Background: an optimization exercise with open tools, aiming at small area, a short achievable clock period and few clock cycles per item. Do not read the settings as production practice.
At most, simulation tests tie the RTL to the original design; equivalence was not proved.

==> inputs of exp/zinc <==
==> flow/design.v (excerpt) <==
module rs_c2c3_decoder (
    input  wire         clk,
    input  wire         rst,         
    input  wire         in_valid,
    output wire         in_ready,
    input  wire         in_mode,     
    input  wire [255:0] in_data,
    input  wire [31:0]  in_erase,
    output reg          out_valid,
    input  wire         out_ready,
    output wire [255:0] out_data,
    output wire [31:0]  out_erase,
    output wire [1:0]   out_status
);
==> flow/config.mk <==
export PLATFORM = sky130hd
export DESIGN_NAME = rs_c2c3_decoder
export DESIGN_NICKNAME = rs_c2c3_decoder
export VERILOG_FILES = /design/flow/design.v
export SDC_FILE = /design/flow/constraint.sdc
export NUM_CORES = 4
export LEC_CHECK = 0
export CAP_MARGIN = 20
export CORE_MARGIN = 2
export CORE_UTILIZATION = 55
export CTS_BUF_LIST = sky130_fd_sc_hd__clkbuf_8
export CTS_CLUSTER_DIAMETER = 60
export CTS_CLUSTER_SIZE = 15
export SLEW_MARGIN = 20
==> flow/constraint.sdc <==
create_clock -name core_clock -period 25.0 [get_ports {clk}]
set_input_delay 5.0000 -clock core_clock [delete_from_list [all_inputs] [get_ports {clk}]]
set_output_delay 5.0000 -clock core_clock [all_outputs]
set_load 0.01 [all_outputs]
standard.sh (not shown) runs the stock make flow with config.mk's settings and CLKGATE_MAP_FILE= SYNTH_SCRIPT=/design/flow/synth_recipe.tcl, a recipe that flattens the netlist after the stock synthesis.
==> flow/flow/run.sh <==
#!/bin/bash
# The standard layout, with plain buffers (not delay cells) on the ports and
# timing repair aiming for slack beyond the clock's, so the layout reaches a
# shorter period than the 25 ns it is built at.
set -euo pipefail
export BUFFER_PORTS_ARGS="-buffer_cell sky130_fd_sc_hd__buf_1"
export SETUP_SLACK_MARGIN=14.8
export TNS_END_PERCENT=100
bash standard.sh > standard.log 2>&1
==> exp/juniper (differences from exp/zinc) <==
==> flow/flow/run.sh (replaced) <==
#!/bin/bash
# The standard layout, with plain buffers (not delay cells) on the ports and
# timing repair aiming for slack beyond the clock's, so the layout reaches a
# shorter period than the 25 ns it is built at.
set -euo pipefail
export BUFFER_PORTS_ARGS="-buffer_cell sky130_fd_sc_hd__buf_1"
export SETUP_SLACK_MARGIN=14.65
export TNS_END_PERCENT=100
bash standard.sh > standard.log 2>&1
==> flow/config.mk (replaced) <==
export PLATFORM = sky130hd
export DESIGN_NAME = rs_c2c3_decoder
export DESIGN_NICKNAME = rs_c2c3_decoder
export VERILOG_FILES = /design/flow/design.v
export SDC_FILE = /design/flow/constraint.sdc
export NUM_CORES = 4
export LEC_CHECK = 0
export CAP_MARGIN = 20
export CORE_MARGIN = 2
export CORE_UTILIZATION = 50
export CTS_BUF_LIST = sky130_fd_sc_hd__clkbuf_8
export CTS_CLUSTER_SIZE = 30
export SLEW_MARGIN = 20
==> exp/umber (differences from exp/zinc) <==
--- a/flow/design.v
+++ b/flow/design.v
@@ -4,15 +4,11 @@
     input  wire [31:0]  erase_in,
     output wire [31:0]  e,           
     output wire [7:0]   s0,
     output wire [7:0]   s1,          
     output wire [7:0]   k1,
-    output wire [7:0]   k2,
-    output wire         no_er,       
-    output wire         one_er,      
-    output wire         two_er,      
-    output wire         many         
+    output wire [7:0]   k2
 );
 function automatic [7:0] gf_mulc;
   input [7:0] a;
   input integer k;
   integer j;
@@ -285,70 +281,96 @@
     8'hFE: gf_inv = 8'h7E;
     8'hFF: gf_inv = 8'hFD;
     endcase
   end
 endfunction
+function [7:0] gf_loc;
+  input [4:0] p;
+  begin
+    case (p)
+    5'd0: gf_loc = 8'hC0;
+    5'd1: gf_loc = 8'h60;
+    5'd2: gf_loc = 8'h30;
+    5'd3: gf_loc = 8'h18;
+    5'd4: gf_loc = 8'h0C;
+    5'd5: gf_loc = 8'h06;
+    5'd6: gf_loc = 8'h03;
+    5'd7: gf_loc = 8'h8F;
+    5'd8: gf_loc = 8'hC9;
+    5'd9: gf_loc = 8'hEA;
+    5'd10: gf_loc = 8'h75;
+    5'd11: gf_loc = 8'hB4;
+    5'd12: gf_loc = 8'h5A;
+    5'd13: gf_loc = 8'h2D;
+    5'd14: gf_loc = 8'h98;
+    5'd15: gf_loc = 8'h4C;
+    5'd16: gf_loc = 8'h26;
+    5'd17: gf_loc = 8'h13;
+    5'd18: gf_loc = 8'h87;
+    5'd19: gf_loc = 8'hCD;
+    5'd20: gf_loc = 8'hE8;
+    5'd21: gf_loc = 8'h74;
+    5'd22: gf_loc = 8'h3A;
+    5'd23: gf_loc = 8'h1D;
+    5'd24: gf_loc = 8'h80;
+    5'd25: gf_loc = 8'h40;
+    5'd26: gf_loc = 8'h20;
+    5'd27: gf_loc = 8'h10;
+    5'd28: gf_loc = 8'h08;
+    5'd29: gf_loc = 8'h04;
+    5'd30: gf_loc = 8'h02;
+    5'd31: gf_loc = 8'h01;
+    endcase
+  end
+endfunction
 assign e = mode ? erase_in : {16'd0, erase_in[15:0]};
-reg [38:0] t_lo, t_hi;
-reg [7:0]  c_lo, c_hi;
-integer i, j;
-always @* begin
-  t_lo = 39'd0;
-  t_hi = 39'd0;
-  c_lo = 8'd0;
-  c_hi = 8'd0;
-  for (i = 0; i < 32; i = i + 1)
-    for (j = 0; j < 8; j = j + 1)
-      if (i < 16) begin
-        t_lo[31-i+j] = t_lo[31-i+j] ^ data_in[8*i+j];
-        c_lo[j]      = c_lo[j]      ^ data_in[8*i+j];
-      end else begin
-        t_hi[31-i+j] = t_hi[31-i+j] ^ data_in[8*i+j];
-        c_hi[j]      = c_hi[j]      ^ data_in[8*i+j];
-      end
-end
-wire [38:0] t = t_lo ^ ({39{mode}} & t_hi);
-reg  [7:0]  x1;
-integer k;
-always @* begin
-  x1 = 8'd0;
-  for (k = 0; k < 39; k = k + 1)
-    x1 = x1 ^ ({8{t[k]}} & gf_mulc(8'h01, k));
-end
-assign s0 = c_lo ^ ({8{mode}} & c_hi);
-assign s1 = x1;
-reg [7:0] zx;
-always @* begin
-  zx = 8'd0;
-  for (i = 0; i < 32; i = i + 1)
-    zx = zx ^ ({8{e[i]}} & gf_mulc(8'h01, 31 - i));
-end
+wire [7:0] h1 [0:15];
+wire [7:0] h2 [0:7];
+wire [7:0] h3 [0:3];
+wire [7:0] h4 [0:1];
+wire [7:0] a1 [0:15];
+wire [7:0] a2 [0:7];
+wire [7:0] a3 [0:3];
+wire [7:0] a4 [0:1];
+genvar g;
+generate
+  for (g = 0; g < 16; g = g + 1) begin : g_1
+    assign h1[g] = gf_mulc(data_in[16*g +: 8], 1) ^ data_in[16*g+8 +: 8];
+    assign a1[g] = data_in[16*g +: 8] ^ data_in[16*g+8 +: 8];
+  end
+  for (g = 0; g < 8; g = g + 1) begin : g_2
+    assign h2[g] = gf_mulc(h1[2*g], 2) ^ h1[2*g+1];
+    assign a2[g] = a1[2*g] ^ a1[2*g+1];
+  end
+  for (g = 0; g < 4; g = g + 1) begin : g_3
+    assign h3[g] = gf_mulc(h2[2*g], 4) ^ h2[2*g+1];
+    assign a3[g] = a2[2*g] ^ a2[2*g+1];
+  end
+  for (g = 0; g < 2; g = g + 1) begin : g_4
+    assign h4[g] = gf_mulc(h3[2*g], 8) ^ h3[2*g+1];
+    assign a4[g] = a3[2*g] ^ a3[2*g+1];
+  end
+endgenerate
+assign s0 = a4[0] ^ ({8{mode}} & a4[1]);
+assign s1 = gf_mulc(h4[0], 16) ^ ({8{mode}} & h4[1]);
 reg [4:0] p, q;
+integer i;
 always @* begin
   p = 5'd0;
   q = 5'd0;
   for (i = 31; i >= 0; i = i - 1)
     if (e[i]) p = i[4:0];
   for (i = 0; i < 32; i = i + 1)
     if (e[i]) q = i[4:0];
 end
-reg [31:0] below, above;
-always @* begin
-  below[0] = 1'b0;
-  for (i = 1; i < 32; i = i + 1)
-    below[i] = below[i-1] | e[i-1];
-  above[31] = 1'b0;
-  for (i = 30; i >= 0; i = i - 1)
-    above[i] = above[i+1] | e[i+1];
-end
-assign no_er  = (e == 32'd0);
-wire   multi  = (p != q);
-assign many   = |(e & below & above);
-assign one_er = ~no_er & ~multi;
-assign two_er = multi & ~many;
+wire no_er = (e == 32'd0);
+wire multi = (p != q);
 wire [4:0] dq = q - p;
-assign k1 = gf_inv(no_er ? s0 : zx);
+wire [7:0] xp = gf_loc(p);
+wire [7:0] xq = gf_loc(q);
+wire [7:0] z = no_er ? s0 : (multi ? (xp ^ xq) : xq);
+assign k1 = gf_inv(z);
 reg [7:0] cd;
 always @* begin
   case (dq)
     5'd0: cd = 8'h01;
     5'd1: cd = 8'hF4;
@@ -414,14 +436,10 @@
     input  wire [31:0]  e,
     input  wire [7:0]   s0,
     input  wire [7:0]   s1,
     input  wire [7:0]   k1,
     input  wire [7:0]   k2,
-    input  wire         no_er,
-    input  wire         one_er,
-    input  wire         two_er,
-    input  wire         many,
     output reg  [255:0] data_out,
     output wire [31:0]  erase_out,
     output wire [1:0]   status
 );
 reg [31:0] below, above;
@@ -434,10 +452,15 @@
   for (i = 30; i >= 0; i = i - 1)
     above[i] = above[i+1] | e[i+1];
 end
 wire [31:0] f1 = e & ~below;
 wire [31:0] f2 = e & ~above;
+wire no_er  = ~|e;
+wire multi  = |(e & ~f1);
+wire many   = |(e & ~f1 & ~f2);
+wire one_er = ~no_er & ~multi;
+wire two_er = multi & ~many;
 wire [7:0] y1, y2;
 rs_gfmul u_m1 (.a(s1), .b(k1), .y(y1));
 rs_gfmul u_m2 (.a(s0), .b(k2), .y(y2));
 wire [7:0] y = y1 ^ y2;
 wire [31:0] m;
@@ -482,11 +505,11 @@
 wire [7:0]  eb   = two_er ? (y ^ s0) : 8'd0;
 wire [31:0] sela = no_er ? mm : f1;
 wire [255:0] dm  = mode ? d : {128'd0, d[127:0]};
 always @*
   for (i = 0; i < 32; i = i + 1)
-    data_out[8*i +: 8] = dm[8*i +: 8] ^ (({8{sela[i]}} & ea) | ({8{f2[i]}} & eb));
+    data_out[8*i +: 8] = dm[8*i +: 8] ^ ({8{sela[i]}} & ea) ^ ({8{f2[i]}} & eb);
 assign erase_out = fail ? e : 32'd0;
 assign status = fail ? 2'd2 : ((no_er & clean) ? 2'd0 : 2'd1);
 endmodule
 module rs_c2c3_decoder (
     input  wire         clk,
@@ -502,21 +525,18 @@
     output wire [31:0]  out_erase,
     output wire [1:0]   out_status
 );
 wire [31:0]  f_e;
 wire [7:0]   f_s0, f_s1, f_k1, f_k2;
-wire         f_no_er, f_one_er, f_two_er, f_many;
 rs_front u_front (
     .mode(in_mode), .data_in(in_data), .erase_in(in_erase),
-    .e(f_e), .s0(f_s0), .s1(f_s1), .k1(f_k1), .k2(f_k2),
-    .no_er(f_no_er), .one_er(f_one_er), .two_er(f_two_er), .many(f_many)
+    .e(f_e), .s0(f_s0), .s1(f_s1), .k1(f_k1), .k2(f_k2)
 );
 reg         r_mode;
 reg [255:0] r_d;
 reg [31:0]  r_e;
 reg [7:0]   r_s0, r_s1, r_k1, r_k2;
-reg         r_no_er, r_one_er, r_two_er, r_many;
 assign in_ready = !out_valid || out_ready;
 always @(posedge clk) begin
   if (rst) begin
     out_valid <= 1'b0;
   end else if (in_ready) begin
@@ -530,17 +550,12 @@
     r_e    <= f_e;
     r_s0   <= f_s0;
     r_s1   <= f_s1;
     r_k1   <= f_k1;
     r_k2   <= f_k2;
-    r_no_er  <= f_no_er;
-    r_one_er <= f_one_er;
-    r_two_er <= f_two_er;
-    r_many   <= f_many;
   end
 end
 rs_back u_back (
     .mode(r_mode), .d(r_d), .e(r_e), .s0(r_s0), .s1(r_s1), .k1(r_k1), .k2(r_k2),
-    .no_er(r_no_er), .one_er(r_one_er), .two_er(r_two_er), .many(r_many),
     .data_out(out_data), .erase_out(out_erase), .status(out_status)
 );
 endmodule
==> flow/flow/run.sh (replaced) <==
#!/bin/bash
# The standard layout, with plain buffers (not delay cells) on the ports.
set -euo pipefail
export BUFFER_PORTS_ARGS="-buffer_cell sky130_fd_sc_hd__buf_2"
bash standard.sh > standard.log 2>&1
==> flow/config.mk (replaced) <==
export PLATFORM = sky130hd
export DESIGN_NAME = rs_c2c3_decoder
export DESIGN_NICKNAME = rs_c2c3_decoder
export VERILOG_FILES = /design/flow/design.v
export SDC_FILE = /design/flow/constraint.sdc
export NUM_CORES = 4
export LEC_CHECK = 0
export CAP_MARGIN = 20
export CORE_MARGIN = 2
export CORE_UTILIZATION = 60
export SLEW_MARGIN = 20
==> exp/xenon (differences from exp/zinc) <==
--- a/flow/design.v
+++ b/flow/design.v
@@ -2,13 +2,12 @@
     input  wire         mode,
     input  wire [255:0] data_in,
     input  wire [31:0]  erase_in,
     output wire [31:0]  e,           
     output wire [7:0]   s0,
-    output wire [7:0]   s1,          
-    output wire [7:0]   k1,
-    output wire [7:0]   k2,
+    output wire [7:0]   y,           
+    output wire         clean,       
     output wire         no_er,       
     output wire         one_er,      
     output wire         two_er,      
     output wire         many         
 );
@@ -313,11 +312,12 @@
   x1 = 8'd0;
   for (k = 0; k < 39; k = k + 1)
     x1 = x1 ^ ({8{t[k]}} & gf_mulc(8'h01, k));
 end
 assign s0 = c_lo ^ ({8{mode}} & c_hi);
-assign s1 = x1;
+wire [7:0] s1 = x1;
+assign clean = (s0 == 8'd0) & (s1 == 8'd0);
 reg [7:0] zx;
 always @* begin
   zx = 8'd0;
   for (i = 0; i < 32; i = i + 1)
     zx = zx ^ ({8{e[i]}} & gf_mulc(8'h01, 31 - i));
@@ -344,11 +344,11 @@
 wire   multi  = (p != q);
 assign many   = |(e & below & above);
 assign one_er = ~no_er & ~multi;
 assign two_er = multi & ~many;
 wire [4:0] dq = q - p;
-assign k1 = gf_inv(no_er ? s0 : zx);
+wire [7:0] k1 = gf_inv(no_er ? s0 : zx);
 reg [7:0] cd;
 always @* begin
   case (dq)
     5'd0: cd = 8'h01;
     5'd1: cd = 8'hF4;
@@ -382,11 +382,15 @@
     5'd29: cd = 8'h89;
     5'd30: cd = 8'h57;
     5'd31: cd = 8'h59;
   endcase
 end
-assign k2 = no_er ? 8'd0 : cd;
+wire [7:0] k2 = no_er ? 8'd0 : cd;
+wire [7:0] y1, y2;
+rs_gfmul u_m1 (.a(s1), .b(k1), .y(y1));
+rs_gfmul u_m2 (.a(s0), .b(k2), .y(y2));
+assign y = y1 ^ y2;
 endmodule
 module rs_gfmul (
     input  wire [7:0] a,
     input  wire [7:0] b,
     output wire [7:0] y
@@ -411,13 +415,12 @@
 module rs_back (
     input  wire         mode,
     input  wire [255:0] d,           
     input  wire [31:0]  e,
     input  wire [7:0]   s0,
-    input  wire [7:0]   s1,
-    input  wire [7:0]   k1,
-    input  wire [7:0]   k2,
+    input  wire [7:0]   y,
+    input  wire         clean,
     input  wire         no_er,
     input  wire         one_er,
     input  wire         two_er,
     input  wire         many,
     output reg  [255:0] data_out,
@@ -434,14 +437,10 @@
   for (i = 30; i >= 0; i = i - 1)
     above[i] = above[i+1] | e[i+1];
 end
 wire [31:0] f1 = e & ~below;
 wire [31:0] f2 = e & ~above;
-wire [7:0] y1, y2;
-rs_gfmul u_m1 (.a(s1), .b(k1), .y(y1));
-rs_gfmul u_m2 (.a(s0), .b(k2), .y(y2));
-wire [7:0] y = y1 ^ y2;
 wire [31:0] m;
 assign m[0] = (y == 8'hC0);
 assign m[1] = (y == 8'h60);
 assign m[2] = (y == 8'h30);
 assign m[3] = (y == 8'h18);
@@ -472,11 +471,10 @@
 assign m[28] = (y == 8'h08);
 assign m[29] = (y == 8'h04);
 assign m[30] = (y == 8'h02);
 assign m[31] = (y == 8'h01);
 wire [31:0] mm = m & (mode ? 32'hFFFF_FFFF : 32'h0000_FFFF);
-wire clean = (s0 == 8'd0) & (s1 == 8'd0);
 wire ynz   = |y;
 wire kill  = many | (one_er & ynz);
 wire fail  = kill | (no_er & ~clean & ~|mm);
 wire [7:0]  ea   = kill ? 8'd0 : (two_er ? y : s0);
 wire [7:0]  eb   = two_er ? (y ^ s0) : 8'd0;
@@ -501,21 +499,23 @@
     output wire [255:0] out_data,
     output wire [31:0]  out_erase,
     output wire [1:0]   out_status
 );
 wire [31:0]  f_e;
-wire [7:0]   f_s0, f_s1, f_k1, f_k2;
+wire [7:0]   f_s0, f_y;
+wire         f_clean;
 wire         f_no_er, f_one_er, f_two_er, f_many;
 rs_front u_front (
     .mode(in_mode), .data_in(in_data), .erase_in(in_erase),
-    .e(f_e), .s0(f_s0), .s1(f_s1), .k1(f_k1), .k2(f_k2),
+    .e(f_e), .s0(f_s0), .y(f_y), .clean(f_clean),
     .no_er(f_no_er), .one_er(f_one_er), .two_er(f_two_er), .many(f_many)
 );
 reg         r_mode;
 reg [255:0] r_d;
 reg [31:0]  r_e;
-reg [7:0]   r_s0, r_s1, r_k1, r_k2;
+reg [7:0]   r_s0, r_y;
+reg         r_clean;
 reg         r_no_er, r_one_er, r_two_er, r_many;
 assign in_ready = !out_valid || out_ready;
 always @(posedge clk) begin
   if (rst) begin
     out_valid <= 1'b0;
@@ -527,20 +527,19 @@
   if (in_valid && in_ready) begin
     r_mode <= in_mode;
     r_d    <= in_data;
     r_e    <= f_e;
     r_s0   <= f_s0;
-    r_s1   <= f_s1;
-    r_k1   <= f_k1;
-    r_k2   <= f_k2;
+    r_y    <= f_y;
+    r_clean <= f_clean;
     r_no_er  <= f_no_er;
     r_one_er <= f_one_er;
     r_two_er <= f_two_er;
     r_many   <= f_many;
   end
 end
 rs_back u_back (
-    .mode(r_mode), .d(r_d), .e(r_e), .s0(r_s0), .s1(r_s1), .k1(r_k1), .k2(r_k2),
+    .mode(r_mode), .d(r_d), .e(r_e), .s0(r_s0), .y(r_y), .clean(r_clean),
     .no_er(r_no_er), .one_er(r_one_er), .two_er(r_two_er), .many(r_many),
     .data_out(out_data), .erase_out(out_erase), .status(out_status)
 );
 endmodule
==> flow/flow/run.sh (replaced) <==
#!/bin/bash
# The standard layout, with plain buffers (not delay cells) on the ports and
# timing repair aiming for slack beyond the clock's, so the layout reaches a
# shorter period than the 25 ns it is built at.
set -euo pipefail
export BUFFER_PORTS_ARGS="-buffer_cell sky130_fd_sc_hd__buf_2"
export SETUP_SLACK_MARGIN=14.65
export TNS_END_PERCENT=100
bash standard.sh > standard.log 2>&1
==> flow/config.mk (replaced) <==
export PLATFORM = sky130hd
export DESIGN_NAME = rs_c2c3_decoder
export DESIGN_NICKNAME = rs_c2c3_decoder
export VERILOG_FILES = /design/flow/design.v
export SDC_FILE = /design/flow/constraint.sdc
export NUM_CORES = 4
export LEC_CHECK = 0
export CAP_MARGIN = 20
export CORE_MARGIN = 2
export CORE_UTILIZATION = 50
export SLEW_MARGIN = 20
==> notes <==
Of exp/xenon and exp/zinc, exp/xenon has the higher die area (gap 6.8%, measured against exp/zinc).
Cell count, highest first: exp/umber, exp/juniper, exp/xenon, exp/zinc.
Critical path depth: exp/xenon > exp/umber > exp/juniper > exp/zinc.
Global-route usage, lowest first: exp/xenon, exp/juniper, exp/zinc, exp/umber.
In exp/umber the sequential share of layout area is lower than in exp/zinc, by 2.6 points.
==> figures <==
	exp/xenon	exp/zinc	exp/juniper	exp/umber
Number of multi-input logic gates	2,632	2,687	2,688	3,247
Starting density of the core	50.4%	55.5%	50.5%	60.7%
Met2 Usage GRT	69.5%	69.7%	65.5%	72.0%
Number of non-clock inverters in the layout	67	47	47	55
DR WL met2	62.4 mm	58.7 mm	61.3 mm	60.1 mm
Status	no timing/DRC/antenna violations	no timing/DRC/antenna violations	no timing/DRC/antenna violations	no timing/DRC/antenna violations
Proportion of cell area occupied by multi-input gates	54.9%	56.5%	55.5%	58.9%
Signal buffers	708	715	704	645
Net Count, Synth	3,534	3,611	3,611	4,193
Area of combinational cells with multiple inputs	19,600 um^2	19,400 um^2	19,200 um^2	22,000 um^2
Number of sinks on the clock net	311	326	326	322
Data required time at the worst endpoint	25,300 ps	20,000 ps	20,000 ps	20,000 ps
Complex-gate fraction of the synthesized area	16.8%	17.0%	17.0%	12.1%
Testbench counts of exp/zinc, summed over its fixed seeds: cycles 12,008, items 12,000.
Testbench counts of exp/juniper, summed over its fixed seeds: cycles 12,008, items 12,000.
Function not checked in exp/umber and exp/xenon: the RTL went through the layout flow alone.

re-timing with driven ports:
In the flow no input, the clock included, has a driving cell. The finished layouts below were timed again as built, in two steps.
Step 1 (the two cells are an assumption about what drives the block):
set clk [get_ports {clk}]
set_driving_cell -lib_cell sky130_fd_sc_hd__clkbuf_16 $clk
set_driving_cell -lib_cell sky130_fd_sc_hd__buf_2 [delete_from_list [all_inputs] $clk]
Step 2 moves the port delays by t, midway between the first and last clock arrival at a register: inputs arrive t later, outputs are due t later. That takes back most of the time a late clock gives input paths.
Three values: ideal ports, drivers, drivers and shift; two values: the first two.
run | t (ns) | setup WS [ns] | worst setup path at the end | latest minus earliest clock arrival (ns) | pins driven straight from the clock port
exp/zinc | 0.708 | 14.676 / 14.653 / 14.256 | input to register | 0.042 / 0.041 | 1
exp/juniper | 0.758 | 14.611 / 14.558 / 14.216 | input to register | 0.061 / 0.061 | 1
exp/umber | 0.643 | 12.571 / 12.508 / 12.390 | input to register | 0.020 / 0.020 | 1
exp/xenon | 0.637 | 14.465 / 14.515 / 13.878 | input to register | 0.040 / 0.041 | 1
After both steps setup and hold are still met in every run listed. For exp/xenon, which loses most, drivers alone change the setup slack by +0.050 ns; drivers and shift together by -0.587 ns.
